What follows belongs to an exercise in optimizing a design on an open flow for small area, a short achievable clock period and few clock cycles; a production flow would make more cautious choices.
No run shown here included a check of the RTL's function; only the layout flow was run.

## flow/design.v (module list and top-level ports; edited modules follow where they fit)
// module crc_channel: 3808 lines
// module crc_x2: 7 lines
module crc_channel (
    input  wire        clk,
    input  wire        rst,             
    input  wire        cmd_go,
    input  wire [2:0]  cmd_set,
    input  wire        cmd_expect_en,
    input  wire [31:0] cmd_len,
    input  wire [63:0] cmd_exp,
    input  wire        cmd_terminate,
    input  wire        in_valid,
    output wire        in_ready,
    input  wire [63:0] in_data,
    output reg         done,
    output wire [1:0]  state,
    output reg  [7:0]  code,
    output reg         match,
    output reg  [63:0] result
);
  // ...
==> flow/flow/run.sh <==
#!/bin/bash
# The standard layout (standard.sh: standard synthesis, floorplan, placement,
# CTS, routing, finish), with one change: the buffers that buffer_ports puts on
# every input and output port are sky130_fd_sc_hd__buf_2 cells instead of the
# cell buffer_ports picks by itself (clkdlybuf4s50_1, a delay cell).
# make's full output goes to flow_make.log here; each ORFS step also writes its
# own log under orfs/logs/.
set -euo pipefail
bash standard.sh 'BUFFER_PORTS_ARGS=-buffer_cell sky130_fd_sc_hd__buf_2' finish > flow_make.log 2>&1
==> flow/standard.sh <==
#!/bin/bash
# synth_recipe.tcl (not shown) runs the flow's synth.tcl, then flattens the netlist and writes it again
# the make line also repeats each setting of config.mk as NAME=value (left out here)
make -C /OpenROAD-flow-scripts/flow DESIGN_CONFIG=/design/flow/config.mk WORK_HOME=/design/flow/orfs CLKGATE_MAP_FILE= SYNTH_SCRIPT=/design/flow/synth_recipe.tcl "${@:-finish}"
==> flow/config.mk <==
export PLATFORM = sky130hd
export DESIGN_NAME = crc_channel
export DESIGN_NICKNAME = crc_channel
export VERILOG_FILES = /design/flow/design.v
export SDC_FILE = /design/flow/constraint.sdc
export NUM_CORES = 4
export LEC_CHECK = 0
export CAP_MARGIN = 20
export CORE_MARGIN = 2
export CORE_UTILIZATION = 40
export SLEW_MARGIN = 20
export SYNTH_HIERARCHICAL = 1
==> flow/constraint.sdc <==
create_clock -name core_clock -period 20.0 [get_ports {clk}]
set_input_delay 4.0000 -clock core_clock [delete_from_list [all_inputs] [get_ports {clk}]]
set_output_delay 4.0000 -clock core_clock [all_outputs]
set_load 0.01 [all_outputs]
==> run notes, run 1 <==
* Status: no timing/DRC/antenna violations
* Met3 Track Usage GR at 0.158
* RePlAce Congestion at 1.09
* GRT met1 Usage at 0.601
* CP top delay family: buffers and inverters
* Seq area share at 0.248
* DP HPWL at roughly 170000 µm
* Final Hold Fails at 0
* Placed Instances at 5403
* Final TNS setup at 0 ps
* Worst path required time at 20550 ps
* CTS sink cnt at 425
* Post-place setup slack at between 10000 and 15000 ps
* Synth Area in Simple Gates at 0.0937
* Most frequent cells in the layout: xor2_1 (1708), nor2_1 (254), buf_4 (246), buf_2 (240), edfxtp_1 (219)
* Max_slew headroom at 0.119
* Antenna-violating nets left at 0
* Largest family of logic cells by synthesized area: XOR/XNOR gates
* Critical Path End Type: register
* Final Skew at 47.6 ps
* Synth async-reset ratio at 0
* Seq/Total Area, Yosys at 0.290
* Yosys warns at 7
* Vias in the first global route at 30877
* First-pass detailed-route iteration total at 8
* Met2 WL at about 88000 µm
* CTS clock-pin slew for the worst setup and hold paths at 60 ps
* CTS tree: yes
* DRC errors left at 0
* CP startpoint: cmd_len[0]
==> inputs of run 2 (changes only) <==
--- a/flow/design.v
+++ b/flow/design.v
@@ -28,31 +28,30 @@
     reg [4:0]  sel_q;       
     reg [2:0]  k_q;         
     reg [7:0]  mask_q;      
     reg        exp_en_q;
     reg [63:0] xexp_q;      
     reg [31:3] rem_q;       
     reg [63:0] head_q;      
     reg [55:0] tail_q;      
-    reg [55:0] prev_q;      
     reg [63:0] crc_q;       
     wire [2:0]   kin    = run_q ? k_q : cmd_len[2:0];
     wire [127:0] dd     = {in_data, in_data};
     wire [63:0]  rot_in = dd >> {kin, 3'b000};
     wire [7:0]   m_in;
     wire [63:0]  head_in, tail_in;
     genvar gj;
     generate
         for (gj = 0; gj < 8; gj = gj + 1) begin : g_win
             assign head_in[8*gj +: 8] = m_in[gj] ? rot_in[8*gj +: 8] : 8'h00;
             assign tail_in[8*gj +: 8] = m_in[gj] ? 8'h00 : rot_in[8*gj +: 8];
         end
     endgenerate
-    wire [63:0]  x = head_q ^ {8'h00, prev_q} ^ crc_q;
+    wire [63:0]  x = head_q ^ crc_q;
     wire c0;
     crc_x2 u_c0 (.a(x[12]), .b(x[13]), .y(c0));
     wire c1;
     crc_x2 u_c1 (.a(x[18]), .b(x[36]), .y(c1));
     wire c2;
     crc_x2 u_c2 (.a(x[14]), .b(x[42]), .y(c2));
     wire c3;
     crc_x2 u_c3 (.a(x[11]), .b(x[32]), .y(c3));
@@ -3744,18 +3743,17 @@
             xexp_q   <= cmd_exp ^ xo_in;
             rem_q    <= cmd_len[31:3];
         end else if (proc) begin
             rem_q    <= rem_q - 29'd1;
         end
         if (idle)
             crc_q <= init_in;
         else if (proc)
-            crc_q <= st_new;
-        prev_q  <= proc ? tail_q : (run_q ? prev_q : 56'h0);
+            crc_q <= st_new ^ {8'h00, tail_q & {56{!last}}};
     end
     always @(posedge clk) begin
         if (rst) begin
             run_q  <= 1'b0;
             st_q   <= 1'b0;
             rdy_q  <= 1'b1;
             pend_q <= 1'b0;
             done   <= 1'b0;
==> run notes, run 2 <==
* Status: no timing/DRC/antenna violations (unchanged)
* Core ar. at 0.0870 mm² (was 0.0915 mm²)
* Clk buf depth at 3 (unchanged)
* Worst hold path startpoint: result[38] (was result[43])
* Die ar. at 0.0903 mm² (was 0.0947 mm²)
* # nets final at 4381 (was 4446)
* Post-CTS Resized at 0 (unchanged)
* FF+latch area at 0.00902 mm² (was 0.0107 mm²)
* DR vias at 32901 (was 33165)
* Worst Tran Pin Value at 1370 ps (was 1320 ps)
* CP startpoint: cmd_len[0] (unchanged)
* Wire length per cell at 39.6 µm (was 40.7 µm)
* Critical Path End Type: register (unchanged)
* Most numerous cell in the Yosys netlist: xor2_1 (unchanged)
* Port bufs at 240 (unchanged)
* Antenna-violating nets left at 0 (unchanged)
* First-pass detailed-route iteration total at 8 (unchanged)
* Synth async-reset ratio at 0 (unchanged)
* First-pass GRT wire length at 275000 µm (was 288000 µm)
* Avg Cell Area, Syn at 9.08 µm² (was 9.45 µm²)
* Hold path cells at 2 (unchanged)
* Ys flop type: dfxtp_1 (was edfxtp_1)
* DIE HEIGHT at 301 µm (was 308 µm)
* Routed WL at 213000 µm (was 224000 µm)
* Yosys top cell area share at 0.458 (was 0.420)
* Max-capacitance violation count at 0 (unchanged)
* Largest stage delay, worst path at 870 ps (was 590 ps)
* Worst R2R Path Depth at 12 (was 11)
* Post-synth EDFFs at 163 (was 219)
* Reg2reg setup slack at 13810 ps (was 13790 ps)
* Final Util at 0.467 (was 0.471)
* Final Skew at 19.1 ps (was 47.6 ps)
* Setup Fix Bufs, Post-CTS at 0 (unchanged)
* RR Endpoint: crc_q[9] (was crc_q[3])
* Post-Syn Area at 0.0352 mm² (was 0.0369 mm²)
* Clk Latency, worst-skew pair at 560 ps (was 630 ps)
* Worst path required time at 20480 ps (was 20550 ps)
* Worst-path fanout max at 16 (was 18)
* Core Rows at 108 (was 111)
* Post-DP Area at 0.0394 mm² (was 0.0413 mm²)
* Clk root buf: clkbuf_16 (unchanged)
* Yosys warns at 7 (unchanged)
* Initial antenna violation count at 8 (was 15)
* H-Tree Depth at 2 (unchanged)
* Post-layout min period at 6570 ps (was 6610 ps)
* Worst Path Class, Setup: in -> reg (unchanged)
* CTS clock-pin slew for the worst setup and hold paths at 60 ps (about the same)
* Largest net degree at the start of global routing at 75 (was 76)
* Post-place setup slack at 13040 ps (was 12910 ps)
* Critical-path top delay cell: o32ai_2 (was nor2_1)
* Vias in the first global route at 29853 (was 30877)
* Min Hold Slack at 451 ps (about the same)
* Setup-failing EPs final at 0 (unchanged)
* Critical path data arrival time at 7050 ps (was 7170 ps)
* Initial Util at 0.404 (was 0.403)
* Most frequent cells in the layout: xor2_1 (1762), nor2_1 (287), buf_2 (240), buf_4 (225), dfxtp_1 (205) (was xor2_1 (1708), nor2_1 (254), buf_4 (246), buf_2 (240), edfxtp_1 (219))
* Layout overhead on the synthesized area at 15.6% (was 16.9%)
* Share of cells above drive strength 1 at 0.153 (was 0.156)
* Most common library cell in the layout ignoring fill and taps: xor2_1 (unchanged)
* Yosys cell types at 77 (unchanged)
* Worst Hold End: result[38] (was result[43])
* Hold Buf Count CTS at 0 (unchanged)
* Top post-synthesis cells by count: xor2_1 (1838), nor2_1 (288), dfxtp_1 (206) (was xor2_1 (1767), nor2_1 (255), edfxtp_1 (219))
* Seq/Total Area, Yosys at 0.256 (was 0.290)
* FF+latch count, synth at 369 (was 425)
* Final instance area at 0.0407 mm² (was 0.0431 mm²)
* Crit-path cells: buf_2, inv_1, ha_1, ha_1, nand2_1, o32ai_2, clkinv_1, nor2_1 (was buf_2, inv_1, ha_1, nor2_1, a211oi_1, a21oi_1, clkinv_1, nor2_1)
* Drt initial violations at 5556 (was 5345)
* DRC errors left at 0 (unchanged)
* WP depth at 8 (unchanged)
* Final period utilization at 0.329 (was 0.331)
* I/O pin count at 246 (unchanged)
* DP HPWL at 165000 µm (was 173000 µm)
* Most used cell, CP: ha_1 (was nor2_1)
* Synth top area cells: xor2_1 (46%), edfxtp_1 (14%), dfxtp_1 (12%) (was xor2_1 (42%), edfxtp_1 (18%), dfxtp_1 (11%))
* Most area-hungry cell type in the Yosys netlist: xor2_1 (unchanged)
* # fillers at 8598 (was 8880)
* TritonCTS buffer count at 37 (was 49)
* Slew Viols, Final at 0 (unchanged)
* Grt ovf at 0 (unchanged)
* Die width at 301 µm (was 308 µm)
* Total GRT Usage at 0.457 (was 0.461)
* CTS tree: yes (unchanged)
* CP startpoint kind: input pin (unchanged)
* Final TNS setup at 0 ps (unchanged)
* Final Hold Fails at 0 (unchanged)
* RSZ-0062 raised after global routing: no (unchanged)
* CTS sink cnt at 369 (was 425)
* Vias per cell at 6.11 (was 6.03)
* Max_slew headroom at 0.0840 (was 0.119)
* Cells after Synth at 3874 (was 3904)
* Reg2Reg Launch Point: crc_q[25] (was crc_q[61])
* Hold/Removal Path Class: reg -> reg (unchanged)
* WP buf/inv at 3 (unchanged)
* CP top delay family: buffers and inverters (unchanged)
* Achievable frequency at 0.152 GHz (was 0.151 GHz)
* Multi-input logic area at 0.0260 mm² (about the same)
* RePlAce Congestion at 1.11 (was 1.09)
* Final WS setup at 13430 ps (was 13390 ps)
-- run 2: metrics by stage --
step	std cells
after floorplan	3878
after global placement	5317
after detailed placement	5319
after CTS	5386
after global routing	5386
final	5389
-- run 2: routing by layer --
metal,global-route usage,up-vias,share of wire
met1,0.629,16375,0.42
met4,0.225,6,0.061
li1,-,13532,-
met5,0.0164,-,0.0010
met3,0.177,523,0.14
met2,0.613,2465,0.38
-- run 2: worst max-delay path by stage --
stage                 endpoint
finish              tail_q[36]
global route         crc_q[12]
CTS                  crc_q[12]
detailed placement   crc_q[12]
global placement     crc_q[12]
floorplan             crc_q[4]
-- run 2: area by class of cell --
cell class,instances,area share
clock buffers,54,0.0266
flip-flops and latches,369,0.222
multi-input cells,3304,0.639
well taps,1155,0.0356
clock inverters,13,0.00320
repair buffers,465,0.0711
diodes,3,0.000185
inverters,26,0.00246
-- run 2: logic make-up after synthesis --
logic type,count (synthesis),synth area share
flops,369,0.256
xor+xnor,1942,0.484
mux,192,0.0548
simple gates,700,0.0924
fa+ha+maj,9,0.00320
other cells,1,0.000107
compound gates,456,0.0852
buf+inv,205,0.0244
-- run 2: per-module statistics from Yosys, one instance, submodules excluded --
| module | times used | area (µm²) |
|---|---|---|
| crc_x2 | 1742 | 8.76 |
| crc_channel | 1 | 19900 |
-- run 2: worst min-delay path, delay by kind of cell, from the launching register on --
family | cells | cell delay (ps)
compound gates | 1 | 50
simple gates | 1 | 50
flops | 1 | 310

## port drivers added, routing unchanged
The results above use ideal ports. As a check the final layouts listed here were re-extracted and re-timed, cells and wires unchanged. Step 1 sets driving cells, clkbuf_16 on the clock port and buf_2 on the other inputs (assumed; they add their load-dependent delay and slew). Step 2 adds t to the input delays and takes it off the output delays; t is the mean of the earliest and latest rising clock arrival at the registers after step 1. Input paths then give back, and output paths get back, about the clock's delay inside the block. a / b / c = ideal ports / drivers / drivers and shift; a / b = the first two.
| run | shift t [ns] | setup WS [ns] | worst setup path at the end | clock arrival spread, ns | worst slew at a driven data input, ns |
|---|---|---|---|---|---|
| run 1 | 0.679 | 13.385 / 13.427 / 12.748 | input to register | 0.049 / 0.049 | 0.08 |
| run 2 | 0.618 | 13.426 / 13.436 / 12.818 | input to register | 0.019 / 0.020 | 0.07 |
After both steps every run listed still meets setup and hold. For run 1, which loses most, drivers alone change the setup slack by +0.042 ns; drivers and shift together by -0.637 ns.
